From an optimization exercise on the open Yosys and OpenROAD flow, aimed at small area, a short achievable clock period and few clock cycles per item; shortcuts taken in it are not production practice.
Only simulation tests tie the RTL to the original design; equivalence was not proved.

==> inputs of wip/delta <==
Design zlt_coder, start of the top module:
module zlt_coder (
    input  wire        clk,
    input  wire        rst,
    input  wire        start,
    input  wire        cfg_bounded,
    input  wire [3:0]  cfg_bound,
    input  wire        cfg_cfa,
    output wire        idle,
    input  wire        s_valid,
    output wire        s_ready,
    input  wire [13:0] s_data,
    output reg         o_valid,
    output reg  [63:0] o_data,
    output reg         done,
    output wire [15:0] o_bytes,
    output wire [31:0] o_crc
);
make LEC_CHECK=0 CAP_MARGIN=20 CORE_MARGIN=2 CORE_UTILIZATION=40 SLEW_MARGIN=20 finish   # period 90.0 ns
run.sh (not shown) runs the stock make flow with config.mk's settings and CLKGATE_MAP_FILE= SYNTH_SCRIPT=/design/flow/synth_recipe.tcl, a recipe that flattens the netlist after the stock synthesis.
==> wip/quartz: changes against wip/delta <==
--- a/flow/design.v
+++ b/flow/design.v
@@ -65,23 +65,23 @@
         hi = lo[6] ? xm1 : (lo[5] ? xp1 : {2'b00, x[13:5]});
         ru = {hi[10], hi, lo[4:0]};
         v  = e + df;
         if (!bounded) begin
             r   = x;
             rr  = rx;
             d   = 5'd0;
-            mv  = {2'b00, {e[12:0], 1'b0} ^ {14{e[13]}}};
-            cst = mv;
+            mv  = {{2{e[13]}}, e[13:0]};         
+            cst = 16'd0;
         end else begin
             if (ru < 0)                 begin r = 14'd0;     rr = 5'd0;  end
             else if (ru > 16'sd16383)   begin r = 14'd16383; rr = r_top; end
             else                        begin r = ru[13:0];  rr = rp;    end
             d   = r[4:0] - x[4:0];
             mv  = v;
-            cst = v[15] ? (-(v <<< 1) - {11'd0, step}) : (v << 1);
+            cst = 16'd0;
         end
     end
 endmodule
 module zlt_rtop (
     input  wire [3:0]  bound,
     output reg  [4:0]  r
 );
@@ -172,47 +172,47 @@
     assign idle    = idle_r;
     assign s_ready = rdy;
     zlt_modh u_mxh (.xh(xin[13:7]), .bound(c_B), .r(rh0));
     zlt_modl u_mxl (.rh(rh1), .xl(x1[6:0]), .bound(c_B), .r(rx0));
     reg         blk_end;
     reg         f_last;
     wire        pick_adv;
-    always @(posedge clk)
-        if (idle_r && start) begin
-            c_bnd <= cfg_bounded; c_B <= cfg_bound; c_cfa <= cfg_cfa;
+    reg         cfg_bnd_r, cfg_cfa_r, st_r;
+    reg  [3:0]  cfg_B_r;
+    always @(posedge clk) begin
+        cfg_bnd_r <= cfg_bounded; cfg_B_r <= cfg_bound; cfg_cfa_r <= cfg_cfa;
+        st_r <= idle_r && start;
+        if (st_r) begin
+            c_bnd <= cfg_bnd_r; c_B <= cfg_B_r; c_cfa <= cfg_cfa_r;
         end
+    end
     always @(posedge clk) begin
         xin <= s_data;
         x1  <= xin;
         rh1 <= rh0;
         x2  <= x1;
         rx1 <= rx0;
         if (rst) begin
             run <= 1'b0; idle_r <= 1'b1; rdy <= 1'b0; xv <= 1'b0; v1 <= 1'b0; v2 <= 1'b0;
             in_cnt <= 6'd0; in_blk <= 6'd0;
         end else begin
             xv <= take;
             v1 <= xv;
             v2 <= v1;
-            if (idle_r && start) begin
-                run <= 1'b1; idle_r <= 1'b0; rdy <= 1'b1;
-                in_cnt <= 6'd0; in_blk <= 6'd0;
-            end else begin
-                if (take) begin
-                    in_cnt <= in_cnt + 6'd1;
-                    if (in_cnt == 6'd63) begin
-                        in_blk <= in_blk + 6'd1;
-                        rdy    <= 1'b0;
-                        if (in_blk == 6'd63) run <= 1'b0;
-                    end
-                end else if (run && !rdy) begin
-                    rdy <= 1'b1;
-                end
-                if (pick_adv && f_last) idle_r <= 1'b1;
+            if (take) begin
+                in_cnt <= in_cnt + 6'd1;
+                if (in_cnt == 6'd63) in_blk <= in_blk + 6'd1;
             end
+            if (idle_r && start)                 rdy <= 1'b1;
+            else if (take && in_cnt == 6'd63)    rdy <= 1'b0;
+            else if (run && !rdy)                rdy <= 1'b1;
+            if (idle_r && start)                 run <= 1'b1;
+            else if (take && in_cnt == 6'd63 && in_blk == 6'd63) run <= 1'b0;
+            if (idle_r && start)                 idle_r <= 1'b0;
+            else if (pick_adv && f_last)         idle_r <= 1'b1;
         end
     end
     reg  [6:0]  pend;
     wire        mid   = run && (in_cnt != 6'd0 || in_blk != 6'd0);
     wire        drain = (pend != 7'd0) && !mid;
     wire        adv   = v2 | blk_end | drain;
     assign      pick_adv = adv & blk_end;
@@ -270,17 +270,15 @@
             if (s < 0)                            s = s + $signed({2'b00, st});
             else if (s >= $signed({2'b00, st}))   s = s - $signed({2'b00, st});
             radd = s[4:0];
         end
     endfunction
     function [16:0] cst(input [15:0] mv, input bnd, input [4:0] st);
         begin
-            if (!bnd)        cst = {3'd0, mv[13:0]};
-            else if (mv[15]) cst = {1'b0, ~mv} + {1'b0, ~mv} + 17'd2 - {12'd0, st};
-            else             cst = {mv, 1'b0};
+            cst = {mv ^ {16{mv[15]}}, 1'b0} + (mv[15] ? 17'd2 - {12'd0, st} : 17'd0);
         end
     endfunction
     reg  [20:0] cost [0:3];
     reg  [15:0] cmv  [0:3];         
     reg         cvalid;
     reg  [20:0] tot  [0:3];
     reg  [1:0]  best;
@@ -491,49 +489,49 @@
             c1_bnd   <= k_bnd;
             c1_B     <= k_B;
         end
     end
     reg  [14:0] av;
     reg  [4:0]  dstep, drem, drem2;
     reg  [5:0]  d6;
-    reg  [12:0] dq, dq2;
+    reg  [13:0] dq, dq2;
     reg  [13:0] m1;
     integer i;
     always @* begin
         av    = c1_mv[15] ? -c1_mv[14:0] : c1_mv[14:0];
         dstep = {c1_B, 1'b1};
         drem  = 5'd0;
-        dq    = 13'd0;
+        dq    = 14'd0;
         for (i = 14; i >= 7; i = i - 1) begin
             d6 = {drem, av[i]};
             if (d6 >= {1'b0, dstep}) begin
                 drem = d6[4:0] - dstep;
-                if (i < 13) dq[i] = 1'b1;
+                if (i < 14) dq[i] = 1'b1;
             end else begin
                 drem = d6[4:0];
             end
         end
     end
     reg         cx_v, cx_verb, cx_pos0, cx_flush, cx_bnd, cx_neg;
     reg  [13:0] cx_m;               
     reg  [4:0]  cx_rem;
-    reg  [5:0]  cx_q;
+    reg  [6:0]  cx_q;
     reg  [3:0]  cx_B;
     reg  [1:0]  cx_pred;
     always @(posedge clk) begin
         if (rst) begin
             cx_v <= 1'b0; cx_flush <= 1'b0;
         end else if (adv) begin
             cx_v     <= c1_v;
             cx_flush <= c1_flush;
         end
         if (adv) begin
-            cx_m     <= (c1_verb || !c1_bnd) ? c1_mv[13:0] : av[13:0];
+            cx_m     <= c1_verb ? c1_mv[13:0] : av[13:0];
             cx_rem   <= drem;
-            cx_q     <= dq[12:7];
+            cx_q     <= dq[13:7];
             cx_neg   <= c1_mv[15];
             cx_verb  <= c1_verb;
             cx_bnd   <= c1_bnd;
             cx_B     <= c1_B;
             cx_pos0  <= c1_pos0;
             cx_pred  <= c1_pred;
         end
@@ -550,16 +548,16 @@
             if (d62 >= {1'b0, dstep2}) begin
                 drem2 = d62[4:0] - dstep2;
                 dq2[i2] = 1'b1;
             end else begin
                 drem2 = d62[4:0];
             end
         end
-        if (cx_verb || !cx_bnd) m1 = cx_m;
-        else                    m1 = {dq2, 1'b0} - {13'd0, cx_neg};
+        if (cx_verb) m1 = cx_m;
+        else         m1 = {dq2[12:0], 1'b0} - {13'd0, cx_neg};
     end
     reg         cb_v, cb_verb, cb_pos0, cb_flush;
     reg  [13:0] cb_m;
     reg  [1:0]  cb_pred;
     always @(posedge clk) begin
         if (rst) begin
             cb_v <= 1'b0; cb_flush <= 1'b0;
Settings changed: CTS_CLUSTER_DIAMETER set to 100, CTS_CLUSTER_SIZE set to 25.
==> results.cfg <==
[placed_design]
place_area_um2 = 190000

[cells_and_area]
multi_input_gates = 9391
clockBufferCount = 473
signal_buffers = 356

[yosys]
synth_xor_area_frac = 0.0752

[clocking]
cts_buffers = 376

[outcome]
status = finished clean

[routing]
dr.max_layer_used = met5

[worst_setup_path]
cp_max_fo = 44

[timing]
slew_headroom = 0.136
# the run above: wip/delta

==> results.cfg <==
[clocking]
cts_buffers = 189

[placed_design]
place_area_um2 = 189000
dp_cells = 19700

[routing]
wirelength_um = 428000
dr.max_layer_used = met4

[timing]
slew_headroom = 0.213

[yosys]
synth_xor_area_frac = 0.0763

[worst_setup_path]
cp_top_family = buffers and inverters

[cells_and_area]
clockBufferCount = 227
signal_buffers = 337

[outcome]
status = finished clean
# the run above: wip/quartz

Testbench counts of wip/delta, summed over its fixed seeds: cycles 200,440, sorts 48.
Testbench counts of wip/quartz, summed over its fixed seeds: cycles 200,440, sorts 48.

[what the ideal ports hide]
How much do the figures lean on ideal ports? The routed layouts below were timed once more, with nothing changed but the port constraints. Step 1 sets driving cells, clkbuf_16 on the clock port and buf_2 on the other inputs (assumed; they add their load-dependent delay and slew). Step 2 adds t to the input delays and takes it off the output delays; t is the mean of the earliest and latest rising clock arrival at the registers after step 1. Input paths then give back, and output paths get back, about the clock's delay inside the block. a / b / c = no drivers / after step 1 / after step 2; a / b = the first two.
run | t, ns | setup WS [ns] | worst setup path after step 2
wip/delta | 1.083 | 69.514 / 69.395 / 69.916 | input to register
wip/quartz | 1.054 | 69.575 / 69.460 / 69.932 | input to register
After both steps setup and hold are still met in every run listed.
